This is an optimization exercise on Yosys and OpenROAD, whose aim is small area, not a production implementation. In this exercise RTL edits were held to simulation tests only and were not proved equivalent to the original. No activity file was given, so power comes from the tool's default toggle rates.

==> inputs of amber <==
==> flow/design.v <==
module sdm_channel (
    input  wire               clk,
    input  wire               rst,         
    input  wire               en,          
    input  wire               bit_stb,     
    input  wire               bit_in,      
    input  wire               catch_stb,   
    input  wire        [7:0]  tag_in,      
    input  wire        [8:0]  cfg_r,       
    input  wire        [1:0]  cfg_pord,    
    input  wire        [5:0]  cfg_m,       
    input  wire        [1:0]  cfg_deb,     
    input  wire signed [17:0] thr_hi,
    input  wire        [7:0]  hyst_hi,
    input  wire signed [17:0] thr_lo,
    input  wire        [7:0]  hyst_lo,
    input  wire signed [24:0] ofs,         
    output reg                res_stb,
    output wire signed [24:0] res_value,
    output reg                res_valid,
    output reg                res_err,
    output reg         [7:0]  res_tag,
    output reg                pout_stb,
    output wire signed [17:0] prot_p,
    output reg                prot_hi,
    output reg                prot_lo,
    output wire               stuck
);
    localparam HN = 258;    
    wire act       = en & ~rst;
    wire bit_now   = act & bit_stb;
    wire catch_now = act & catch_stb;
    function ge9;
        input [8:0] a, b;
        integer k;
        reg c;
        begin
            c = 1'b1;
            for (k = 0; k < 9; k = k + 1)
                c = (a[k] & ~b[k]) | (c & (a[k] | ~b[k]));
            ge9 = c;
        end
    endfunction
    wire [8:0] rp2 = cfg_r + 9'd2;
    function [8:0] div3;   
        input [8:0] v;
        integer k;
        reg [1:0] r;
        reg [2:0] t;
        reg ge;
        begin
            r = 2'd0;
            div3 = 9'd0;
            for (k = 8; k >= 0; k = k - 1) begin
                t  = {r, v[k]};
                ge = t[2] | (t[1] & t[0]);
                if (k < 7) div3[k] = ge;
                r  = ge ? {t[2] & t[0], t[2] & ~t[0]} : t[1:0];
            end
            div3[8:7] = r;
        end
    endfunction
    wire [8:0] dv   = div3(rp2);
    wire [6:0] len1 = dv[6:0];
    wire [1:0] e    = dv[8:7];
    function integer fmap;
        input integer i, lo, hi, nb;
        integer s, base, top;
        begin
            fmap = i;
            for (s = nb - 1; s >= 0; s = s - 1) begin
                base = (fmap >> s) << s;
                top  = base + (1 << s) - 1;
                if (top < lo || base > hi) fmap = fmap ^ (1 << s);
            end
        end
    endfunction
    reg [HN-1:0] h;
    always @(posedge clk)
        if (bit_now) h <= {h[HN-2:0], bit_in};
    reg [8:0] cnt;    
    always @(posedge clk)
        if (!act) cnt <= 9'd0;
        else if (bit_now && !(cnt[8] & cnt[1])) cnt <= cnt + 9'd1;
    wire [127:0] lA, lB, lC;
    wire [31:0]  lM, l2M, l3M;
    genvar gi;
    generate
        for (gi = 0; gi < 128; gi = gi + 1) begin : g_lc
            assign lA[gi] = h[1 * fmap(gi, 6, 86, 7) - 1];
            assign lB[gi] = h[2 * fmap(gi, 6, 86, 7) - 1];
            assign lC[gi] = h[3 * fmap(gi, 6, 86, 7) - 1];
        end
        for (gi = 0; gi < 32; gi = gi + 1) begin : g_lp
            assign lM[gi]  = h[1 * ((gi < 4) ? 32 : gi) - 1];
            assign l2M[gi] = h[2 * ((gi < 4) ? 32 : gi) - 1];
            assign l3M[gi] = h[3 * ((gi < 4) ? 32 : gi) - 1];
        end
    endgenerate
    wire [8:0] len1x3 = {1'b0, len1, 1'b0} + {2'd0, len1};
    wire [7:0] mx3    = {1'b0, cfg_m, 1'b0} + {2'd0, cfg_m};
    wire [1:0] tA0 = {ge9(cnt, {2'd0, len1}),        lA[len1]};
    wire [1:0] tB0 = {ge9(cnt, {1'b0, len1, 1'b0}),  lB[len1]};
    wire [1:0] tC0 = {ge9(cnt, len1x3),              lC[len1]};
    wire [1:0] tM0 = {ge9(cnt, {3'd0, cfg_m}),       lM[cfg_m[4:0]]};
    wire [1:0] tN0 = {ge9(cnt, {2'd0, cfg_m, 1'b0}), l2M[cfg_m[4:0]]};
    wire [1:0] tP0 = {ge9(cnt, {1'b0, mx3}),         l3M[cfg_m[4:0]]};
    wire [1:0] t1  = {cnt != 9'd0,          h[0]};
    wire [1:0] t2  = {cnt[8:1] != 8'd0,     h[1]};
    reg [1:0] tA1, tA2, tB1, tB2, tC1, tC2, tM1, tM2, tN1;
    always @(posedge clk)
        if (!act) begin
            tA1 <= 2'd0; tA2 <= 2'd0;
            tB1 <= 2'd0; tB2 <= 2'd0;
            tC1 <= 2'd0; tC2 <= 2'd0;
            tM1 <= 2'd0; tM2 <= 2'd0;
            tN1 <= 2'd0;
        end else if (bit_now) begin
            tA1 <= tA0; tA2 <= tA1;
            tB1 <= tB0; tB2 <= tB1;
            tC1 <= tC0; tC2 <= tC1;
            tM1 <= tM0; tM2 <= tM1;
            tN1 <= tN0;
        end
    wire [1:0] tAe = e[1] ? tA2 : e[0] ? tA1 : tA0;
    wire [1:0] tBe = e[1] ? tB2 : e[0] ? tB1 : tB0;
    wire [1:0] tCe = e[1] ? tC2 : e[0] ? tC1 : tC0;
    function signed [2:0] tv;    
        input [1:0] t;
        tv = t[1] ? (t[0] ? 3'sd1 : -3'sd1) : 3'sd0;
    endfunction
    wire signed [2:0] bnew = bit_in ? 3'sd1 : -3'sd1;
    wire signed [4:0] xc = bnew - 2 * tv(tA0) + tv(tB0) - tv(tAe)
                         + 2 * tv(tBe) - tv(tCe);
    reg  signed [9:0]  ca;     
    reg  signed [14:0] cb;     
    reg  signed [20:0] cs;     
    wire signed [9:0]  ca_n = ca + xc;
    wire signed [14:0] cb_n = cb + ca_n;
    wire signed [20:0] cs_n = cs + cb_n;
    always @(posedge clk)
        if (!act) begin
            ca <= 10'sd0; cb <= 15'sd0; cs <= 21'sd0;
        end else if (bit_now) begin
            ca <= ca_n; cb <= cb_n; cs <= cs_n;
        end
    wire p1 = cfg_pord == 2'd1;
    wire p2 = cfg_pord == 2'd2;
    wire p3 = cfg_pord == 2'd3;
    wire signed [4:0] xp =
          (p1 ? bnew - 2 * tv(t1) + tv(t2) - tv(tM0) + 2 * tv(tM1) - tv(tM2) : 5'sd0)
        + (p2 ? bnew - tv(t1) - 2 * tv(tM0) + 2 * tv(tM1) + tv(tN0) - tv(tN1) : 5'sd0)
        + (p3 ? bnew - 3 * tv(tM0) + 3 * tv(tN0) - tv(tP0) : 5'sd0);
    reg  signed [8:0]  q1;     
    reg  signed [12:0] q2;     
    reg  signed [16:0] q3;     
    wire signed [8:0]  q1_n = q1 + xp;
    wire signed [12:0] q2_n = q2 + q1_n;
    wire signed [16:0] q3_n = q3 + q2_n;
    always @(posedge clk)
        if (!act) begin
            q1 <= 9'sd0; q2 <= 13'sd0; q3 <= 17'sd0;
        end else if (bit_now) begin
            q1 <= q1_n; q2 <= q2_n; q3 <= q3_n;
        end
    assign prot_p = q3;
    wire signed [18:0] hi_lvl = thr_hi - (prot_hi ? $signed({1'b0, hyst_hi}) : 19'sd0);
    wire signed [18:0] lo_lvl = thr_lo + (prot_lo ? $signed({1'b0, hyst_lo}) : 19'sd0);
    function sge19;
        input [18:0] a, b;
        input c0;
        integer k;
        reg c;
        reg [18:0] aa, bb;
        begin
            aa = a ^ 19'h40000;
            bb = ~(b ^ 19'h40000);
            c  = ~c0;
            for (k = 0; k < 19; k = k + 1)
                c = (aa[k] & bb[k]) | (c & (aa[k] | bb[k]));
            sge19 = c;
        end
    endfunction
    wire [18:0] pe = {{2{q3_n[16]}}, q3_n};
    wire hi_ge = sge19(pe, hi_lvl, prot_hi);
    wire hi_cond = prot_hi ? ~hi_ge : hi_ge;
    wire lo_ge = sge19(lo_lvl, pe, prot_lo);
    wire lo_cond = prot_lo ? ~lo_ge : lo_ge;
    reg [1:0] hi_cnt, lo_cnt;    
    always @(posedge clk)
        if (!act) begin
            prot_hi <= 1'b0; prot_lo <= 1'b0;
            hi_cnt  <= 2'd0; lo_cnt  <= 2'd0;
        end else if (bit_now && cfg_pord != 2'd0) begin
            if (prot_hi) begin
                if (hi_cond) prot_hi <= 1'b0;
            end else if (!hi_cond) begin
                hi_cnt <= 2'd0;
            end else if (hi_cnt == cfg_deb) begin
                prot_hi <= 1'b1;
                hi_cnt  <= 2'd0;
            end else begin
                hi_cnt <= hi_cnt + 2'd1;
            end
            if (prot_lo) begin
                if (lo_cond) prot_lo <= 1'b0;
            end else if (!lo_cond) begin
                lo_cnt <= 2'd0;
            end else if (lo_cnt == cfg_deb) begin
                prot_lo <= 1'b1;
                lo_cnt  <= 2'd0;
            end else begin
                lo_cnt <= lo_cnt + 2'd1;
            end
        end
    reg  [6:0] run;
    wire [6:0] run_n = (cnt != 9'd0 && bit_in == h[0])
                       ? (run[6] ? run : run + 7'd1) : 7'd1;
    always @(posedge clk)
        if (!act) run <= 7'd0;
        else if (bit_now) run <= run_n;
    assign stuck = run[6];
    always @(posedge clk)
        if (!act) pout_stb <= 1'b0;
        else      pout_stb <= bit_now;
    reg  [3:0]  gs;
    reg  [19:0] z;
    wire [6:0]  len3 = len1 + {5'd0, e};
    wire [8:0]  dig  = (z[19] ? {len1, 1'b0} : 9'd0) + (z[18] ? {2'd0, len1} : 9'd0);
    always @(posedge clk)
        if (!act) begin
            gs <= 4'd0;
            z  <= {1'b0, len3, 12'd0};
        end else if (gs != 4'd14) begin
            gs <= gs + 4'd1;
            z  <= {z[17:0], 2'b00} + {11'd0, dig};
        end
    wire [19:0] gain = z;
    wire [6:0] run_c = bit_now ? run_n : run;
    wire       full  = ge9(cnt, cfg_r) | (bit_now & ge9(cnt + 9'd1, cfg_r));
    reg  signed [24:0] ofs_q;
    always @(posedge clk) begin
        if (!act) res_stb <= 1'b0;
        else      res_stb <= catch_now;
        if (catch_now) begin
            res_valid <= full;
            res_err   <= full & run_c[6];
            res_tag   <= tag_in;
            ofs_q     <= ofs;
        end
    end
    wire signed [25:0] raw = $signed({cs, 4'b0000}) - ofs_q;
    wire [21:0] rh = raw[25:4];
    wire        nz = raw[3:0] != 4'd0;
    function sge22;
        input [21:0] a, b;
        input c0;
        integer k;
        reg c;
        reg [21:0] aa, bb;
        begin
            aa = a ^ 22'h200000;
            bb = ~(b ^ 22'h200000);
            c  = c0;
            for (k = 0; k < 22; k = k + 1)
                c = (aa[k] & bb[k]) | (c & (aa[k] | bb[k]));
            sge22 = c;
        end
    endfunction
    wire        up  = sge22(rh, {2'b00, gain}, nz);
    wire        dn  = ~sge22(rh, ~{2'b00, gain}, 1'b0);    
    wire [19:0] ngain = ~gain + 20'd1;
    wire [24:0] sat = up ? {1'b0, gain, 4'b0000} :
                      dn ? {1'b1, ngain, 4'b0000} : raw[24:0];
    assign res_value = res_valid ? sat : 25'sd0;
endmodule
==> flow/run.sh <==
#!/bin/bash
# synth_recipe.tcl (not shown) runs the flow's synth.tcl, then flattens the netlist and writes it again
# the make line also repeats each setting of config.mk as NAME=value (left out here)
make -C /OpenROAD-flow-scripts/flow DESIGN_CONFIG=/design/flow/config.mk WORK_HOME=/design/flow/orfs CLKGATE_MAP_FILE= SYNTH_SCRIPT=/design/flow/synth_recipe.tcl finish
==> flow/config.mk <==
export PLATFORM = sky130hd
export DESIGN_NAME = sdm_channel
export DESIGN_NICKNAME = sdm_channel
export VERILOG_FILES = /design/flow/design.v
export SDC_FILE = /design/flow/constraint.sdc
export NUM_CORES = 4
export LEC_CHECK = 0
export CAP_MARGIN = 20
export CORE_MARGIN = 2
export CORE_UTILIZATION = 40
export PLACE_DENSITY = 0.6
export SLEW_MARGIN = 20
==> flow/constraint.sdc <==
create_clock -name core_clock -period 12.0 [get_ports {clk}]
set_input_delay 2.4000 -clock core_clock [delete_from_list [all_inputs] [get_ports {clk}]]
set_output_delay 2.4000 -clock core_clock [all_outputs]
set_load 0.01 [all_outputs]
==> garnet (differences from amber) <==
--- a/flow/design.v
+++ b/flow/design.v
@@ -62,5 +62,6 @@
     endfunction
-    wire [8:0] dv   = div3(rp2);
-    wire [6:0] len1 = dv[6:0];
-    wire [1:0] e    = dv[8:7];
+    reg  [6:0] len1;
+    reg  [1:0] e;
+    always @(posedge clk)
+        if (!act) {e, len1} <= div3(rp2);
     function integer fmap;
@@ -137,3 +138,3 @@
     reg  signed [20:0] cs;     
-    wire signed [9:0]  ca_n = ca + xc;
+    wire signed [9:0]  ca_n = ca + xc_q;
     wire signed [14:0] cb_n = cb + ca_n;
@@ -143,3 +144,3 @@
             ca <= 10'sd0; cb <= 15'sd0; cs <= 21'sd0;
-        end else if (bit_now) begin
+        end else if (v2) begin
             ca <= ca_n; cb <= cb_n; cs <= cs_n;
@@ -153,2 +154,14 @@
         + (p3 ? bnew - 3 * tv(tM0) + 3 * tv(tN0) - tv(tP0) : 5'sd0);
+    reg               v2;       
+    reg  signed [4:0] xc_q, xp_q;
+    always @(posedge clk)
+        if (!act) begin
+            v2 <= 1'b0; xc_q <= 5'sd0; xp_q <= 5'sd0;
+        end else begin
+            v2 <= bit_now;
+            if (bit_now) begin
+                xc_q <= xc;
+                xp_q <= xp;
+            end
+        end
     reg  signed [8:0]  q1;     
@@ -156,3 +169,3 @@
     reg  signed [16:0] q3;     
-    wire signed [8:0]  q1_n = q1 + xp;
+    wire signed [8:0]  q1_n = q1 + xp_q;
     wire signed [12:0] q2_n = q2 + q1_n;
@@ -162,3 +175,3 @@
             q1 <= 9'sd0; q2 <= 13'sd0; q3 <= 17'sd0;
-        end else if (bit_now) begin
+        end else if (v2) begin
             q1 <= q1_n; q2 <= q2_n; q3 <= q3_n;
@@ -193,3 +206,3 @@
             hi_cnt  <= 2'd0; lo_cnt  <= 2'd0;
-        end else if (bit_now && cfg_pord != 2'd0) begin
+        end else if (v2 && cfg_pord != 2'd0) begin
             if (prot_hi) begin
@@ -216,3 +229,3 @@
     reg  [6:0] run;
-    wire [6:0] run_n = (cnt != 9'd0 && bit_in == h[0])
+    wire [6:0] run_n = (cnt[8:1] != 8'd0 && h[0] == h[1])
                        ? (run[6] ? run : run + 7'd1) : 7'd1;
@@ -220,3 +233,3 @@
         if (!act) run <= 7'd0;
-        else if (bit_now) run <= run_n;
+        else if (v2) run <= run_n;
     assign stuck = run[6];
@@ -224,3 +237,3 @@
         if (!act) pout_stb <= 1'b0;
-        else      pout_stb <= bit_now;
+        else      pout_stb <= v2;
     reg  [3:0]  gs;
@@ -238,16 +251,24 @@
     wire [19:0] gain = z;
-    wire [6:0] run_c = bit_now ? run_n : run;
-    wire       full  = ge9(cnt, cfg_r) | (bit_now & ge9(cnt + 9'd1, cfg_r));
-    reg  signed [24:0] ofs_q;
+    reg        cat1, cat2;
+    reg [24:0] ofs_lo;
+    reg        ofs_hi;
+    wire signed [25:0] ofs_q = {ofs_hi, ofs_lo};
+    wire signed [25:0] raw_n = $signed({cs, 4'b0000}) - ofs_q;
     always @(posedge clk) begin
-        if (!act) res_stb <= 1'b0;
-        else      res_stb <= catch_now;
+        if (!act) begin
+            cat1 <= 1'b0; cat2 <= 1'b0; res_stb <= 1'b0;
+        end else begin
+            cat1 <= catch_now; cat2 <= cat1; res_stb <= cat2;
+        end
         if (catch_now) begin
-            res_valid <= full;
-            res_err   <= full & run_c[6];
-            res_tag   <= tag_in;
-            ofs_q     <= ofs;
+            res_tag <= tag_in;
+            {ofs_hi, ofs_lo} <= {ofs[24], ofs};
+        end
+        if (cat1) res_valid <= ge9(cnt, cfg_r);
+        if (cat2) begin
+            res_err <= res_valid & run[6];
+            {ofs_hi, ofs_lo} <= raw_n;
         end
     end
-    wire signed [25:0] raw = $signed({cs, 4'b0000}) - ofs_q;
+    wire signed [25:0] raw = ofs_q;
     wire [21:0] rh = raw[25:4];
--- a/flow/config.mk
+++ b/flow/config.mk
@@ -7,2 +7,3 @@
 export LEC_CHECK = 0
+export ABC_AREA = 1
 export CAP_MARGIN = 20
==> lagoon (differences from amber) <==
--- a/flow/design.v
+++ b/flow/design.v
@@ -62,5 +62,6 @@
     endfunction
-    wire [8:0] dv   = div3(rp2);
-    wire [6:0] len1 = dv[6:0];
-    wire [1:0] e    = dv[8:7];
+    reg  [6:0] len1;
+    reg  [1:0] e;
+    always @(posedge clk)
+        if (!act) {e, len1} <= div3(rp2);
     function integer fmap;
@@ -137,3 +138,3 @@
     reg  signed [20:0] cs;     
-    wire signed [9:0]  ca_n = ca + xc;
+    wire signed [9:0]  ca_n = ca + xc_q;
     wire signed [14:0] cb_n = cb + ca_n;
@@ -143,3 +144,3 @@
             ca <= 10'sd0; cb <= 15'sd0; cs <= 21'sd0;
-        end else if (bit_now) begin
+        end else if (v2) begin
             ca <= ca_n; cb <= cb_n; cs <= cs_n;
@@ -153,2 +154,14 @@
         + (p3 ? bnew - 3 * tv(tM0) + 3 * tv(tN0) - tv(tP0) : 5'sd0);
+    reg               v2;       
+    reg  signed [4:0] xc_q, xp_q;
+    always @(posedge clk)
+        if (!act) begin
+            v2 <= 1'b0; xc_q <= 5'sd0; xp_q <= 5'sd0;
+        end else begin
+            v2 <= bit_now;
+            if (bit_now) begin
+                xc_q <= xc;
+                xp_q <= xp;
+            end
+        end
     reg  signed [8:0]  q1;     
@@ -156,3 +169,3 @@
     reg  signed [16:0] q3;     
-    wire signed [8:0]  q1_n = q1 + xp;
+    wire signed [8:0]  q1_n = q1 + xp_q;
     wire signed [12:0] q2_n = q2 + q1_n;
@@ -162,3 +175,3 @@
             q1 <= 9'sd0; q2 <= 13'sd0; q3 <= 17'sd0;
-        end else if (bit_now) begin
+        end else if (v2) begin
             q1 <= q1_n; q2 <= q2_n; q3 <= q3_n;
@@ -193,3 +206,3 @@
             hi_cnt  <= 2'd0; lo_cnt  <= 2'd0;
-        end else if (bit_now && cfg_pord != 2'd0) begin
+        end else if (v2 && cfg_pord != 2'd0) begin
             if (prot_hi) begin
@@ -216,3 +229,3 @@
     reg  [6:0] run;
-    wire [6:0] run_n = (cnt != 9'd0 && bit_in == h[0])
+    wire [6:0] run_n = (cnt[8:1] != 8'd0 && h[0] == h[1])
                        ? (run[6] ? run : run + 7'd1) : 7'd1;
@@ -220,3 +233,3 @@
         if (!act) run <= 7'd0;
-        else if (bit_now) run <= run_n;
+        else if (v2) run <= run_n;
     assign stuck = run[6];
@@ -224,3 +237,3 @@
         if (!act) pout_stb <= 1'b0;
-        else      pout_stb <= bit_now;
+        else      pout_stb <= v2;
     reg  [3:0]  gs;
@@ -238,16 +251,24 @@
     wire [19:0] gain = z;
-    wire [6:0] run_c = bit_now ? run_n : run;
-    wire       full  = ge9(cnt, cfg_r) | (bit_now & ge9(cnt + 9'd1, cfg_r));
-    reg  signed [24:0] ofs_q;
+    reg        cat1, cat2;
+    reg [24:0] ofs_lo;
+    reg        ofs_hi;
+    wire signed [25:0] ofs_q = {ofs_hi, ofs_lo};
+    wire signed [25:0] raw_n = $signed({cs, 4'b0000}) - ofs_q;
     always @(posedge clk) begin
-        if (!act) res_stb <= 1'b0;
-        else      res_stb <= catch_now;
+        if (!act) begin
+            cat1 <= 1'b0; cat2 <= 1'b0; res_stb <= 1'b0;
+        end else begin
+            cat1 <= catch_now; cat2 <= cat1; res_stb <= cat2;
+        end
         if (catch_now) begin
-            res_valid <= full;
-            res_err   <= full & run_c[6];
-            res_tag   <= tag_in;
-            ofs_q     <= ofs;
+            res_tag <= tag_in;
+            {ofs_hi, ofs_lo} <= {ofs[24], ofs};
+        end
+        if (cat1) res_valid <= ge9(cnt, cfg_r);
+        if (cat2) begin
+            res_err <= res_valid & run[6];
+            {ofs_hi, ofs_lo} <= raw_n;
         end
     end
-    wire signed [25:0] raw = $signed({cs, 4'b0000}) - ofs_q;
+    wire signed [25:0] raw = ofs_q;
     wire [21:0] rh = raw[25:4];
==> flow/flow/run.sh (new file) <==
#!/bin/bash
# Own layout flow: the standard layout (standard.sh, all ORFS steps and
# settings unchanged) with three differences:
#  - synthesis maps the logic for area: ripple carry chains instead of the
#    Kogge-Stone map, no adder cells fixed ahead of ABC, and ABC's
#    area-recovering mapper instead of the delay-driven script (the
#    registers come out of the same Yosys steps, so they are unchanged);
#  - each port gets a sky130_fd_sc_hd__buf_1 as its buffer;
#  - clock tree synthesis uses small clock buffers and no dummy loads.
# Every tool writes its full log under orfs/logs; make's own output goes to
# flow_make.log here.
set -euo pipefail
W=$(pwd)
F=$W/flow
sed -e "s#SYNTH_SCRIPT=[^ ]*#SYNTH_SCRIPT=$F/area_synth.tcl#" standard.sh > area_standard.sh
grep -q "SYNTH_SCRIPT=$F/area_synth.tcl" area_standard.sh
bash area_standard.sh finish \
  "BUFFER_PORTS_ARGS=-buffer_cell sky130_fd_sc_hd__buf_1" \
  "CTS_ARGS=-sink_clustering_enable -repair_clock_nets -dont_use_dummy_load -buf_list sky130_fd_sc_hd__clkbuf_4" \
  > flow_make.log 2>&1
test -s out/final.def
==> flow/flow/area.abc (new file) <==
strash
&get -n
&fraig -x
&put
scorr
dc2
strash
&get -n
&dch -f
&nf -R 1000
&put
strash
&get -n
&dch -f
&nf -R 1000
&put
==> flow/flow/area_synth.tcl (new file) <==
# The standard flow's synthesis script (synth_recipe.tcl) with an area-oriented mapping.
proc synth {args} { yosys synth -nofsm -noshare {*}$args }
set area_dir [file dirname [file normalize [info script]]]
# Plain ripple $lcu mapping instead of the Kogge-Stone extra map.
set ::env(SYNTH_OPERATIONS_ARGS) -nofsm
# Leave adder cells to ABC.
proc extract_fa {args} {}
# ABC with an area-recovering script; the liberty, don't-use and constraint
# arguments pass through.
proc abc {args} {
  global area_dir
  set keep {}
  for {set i 0} {$i < [llength $args]} {incr i} {
    set a [lindex $args $i]
    if {$a eq "-script" || $a eq "-D"} { incr i; continue }
    lappend keep $a
  }
  yosys abc -script $area_dir/area.abc {*}$keep
}
source $::env(SCRIPTS_DIR)/synth.tcl
# left out here: clear keep_hierarchy, flatten, clean up, hide names made inside functions, write 1_2_yosys.v
==> flow/standard.sh (new file) <==
#!/bin/bash
# synth_recipe.tcl (not shown) runs the flow's synth.tcl, then flattens the netlist and writes it again
# the make line also repeats each setting of config.mk as NAME=value (left out here)
make -C /OpenROAD-flow-scripts/flow DESIGN_CONFIG=/design/flow/config.mk WORK_HOME=/design/flow/orfs CLKGATE_MAP_FILE= SYNTH_SCRIPT=/design/flow/synth_recipe.tcl "${@:-finish}"
removed: flow/run.sh
==> notes <==
- amber ran to the end with violations: setup timing. lagoon passed the timing, design-rule and antenna checks. garnet ran to the end with no violations.
- Clock skew, lowest first: amber, garnet, lagoon.
- The highest worst hold slack belongs to amber, the lowest to lagoon.
- Against amber, the sequential share of layout area of lagoon is higher by 15 points.
- Non-clock buffer count: amber > lagoon > garnet.
- Total power: amber > garnet > lagoon.
- Between garnet and amber, the lower via count is in garnet (gap about 7%, measured against amber).
- Die area: amber > garnet > lagoon.
==> figures <==
metric	lagoon	amber	garnet
Final worst-path cycle share	90.5%	114%	83.5%
Critical path class	flip-flop to output pin	input port to flip-flop	input port to flip-flop
CTS H-tree lvls	4	2	2
Count of inverters other than clock inverters in the layout	114	228	501
Cell count after placement	3,624	4,761	4,724
Critical path startpoint category	flip-flop	input port	input port
Clock transition at the registers of the reported paths	0.05 ns	0.06 ns	0.06 ns
Number of signal-net buffers in the layout	202	637	193
Syn Area/Cell	9.83 um2	9.46 um2	8.23 um2
Most common library cell in the layout ignoring fill and taps	-	sky130_fd_sc_hd__buf_4	sky130_fd_sc_hd__nand2_1
Fillcell total	6,092	7,049	7,349
Result of the run	timing/DRC/antenna clean	finished with violations	timing/DRC/antenna clean
Violated checks	-	setup timing	-
Worst Clk Skew	0.0854 ns	0.0344 ns	0.0527 ns
Floorplan row count	92	102	101
Switching power of the nets	1.45 mW	5.21 mW	1.72 mW
Height of the chip	256 um	284 um	279 um

separate check: timing with driven ports:
In the flow no input, the clock included, has a driving cell. The finished layouts below were timed again as built, in two steps. Step 1 sets driving cells, clkbuf_16 on the clock port and buf_2 on the other inputs (assumed; they add their load-dependent delay and slew). Step 2 moves the port delays by t, midway between the first and last clock arrival at a register: inputs arrive t later, outputs are due t later. That takes back most of the time a late clock gives input paths. a / b / c = no drivers / after step 1 / after step 2; a / b = the first two.
run	shift t [ns]	setup slack, ns	latest minus earliest clock arrival (ns)
amber	0.671	-1.667 / -1.635 / -2.307	0.037 / 0.037
garnet	0.680	1.976 / 2.020 / 1.340	0.055 / 0.054
lagoon	0.974	1.136 / 1.081 / 2.054	0.085 / 0.085
For amber, which loses most, drivers alone change the setup slack by +0.032 ns; drivers and shift together by -0.640 ns.
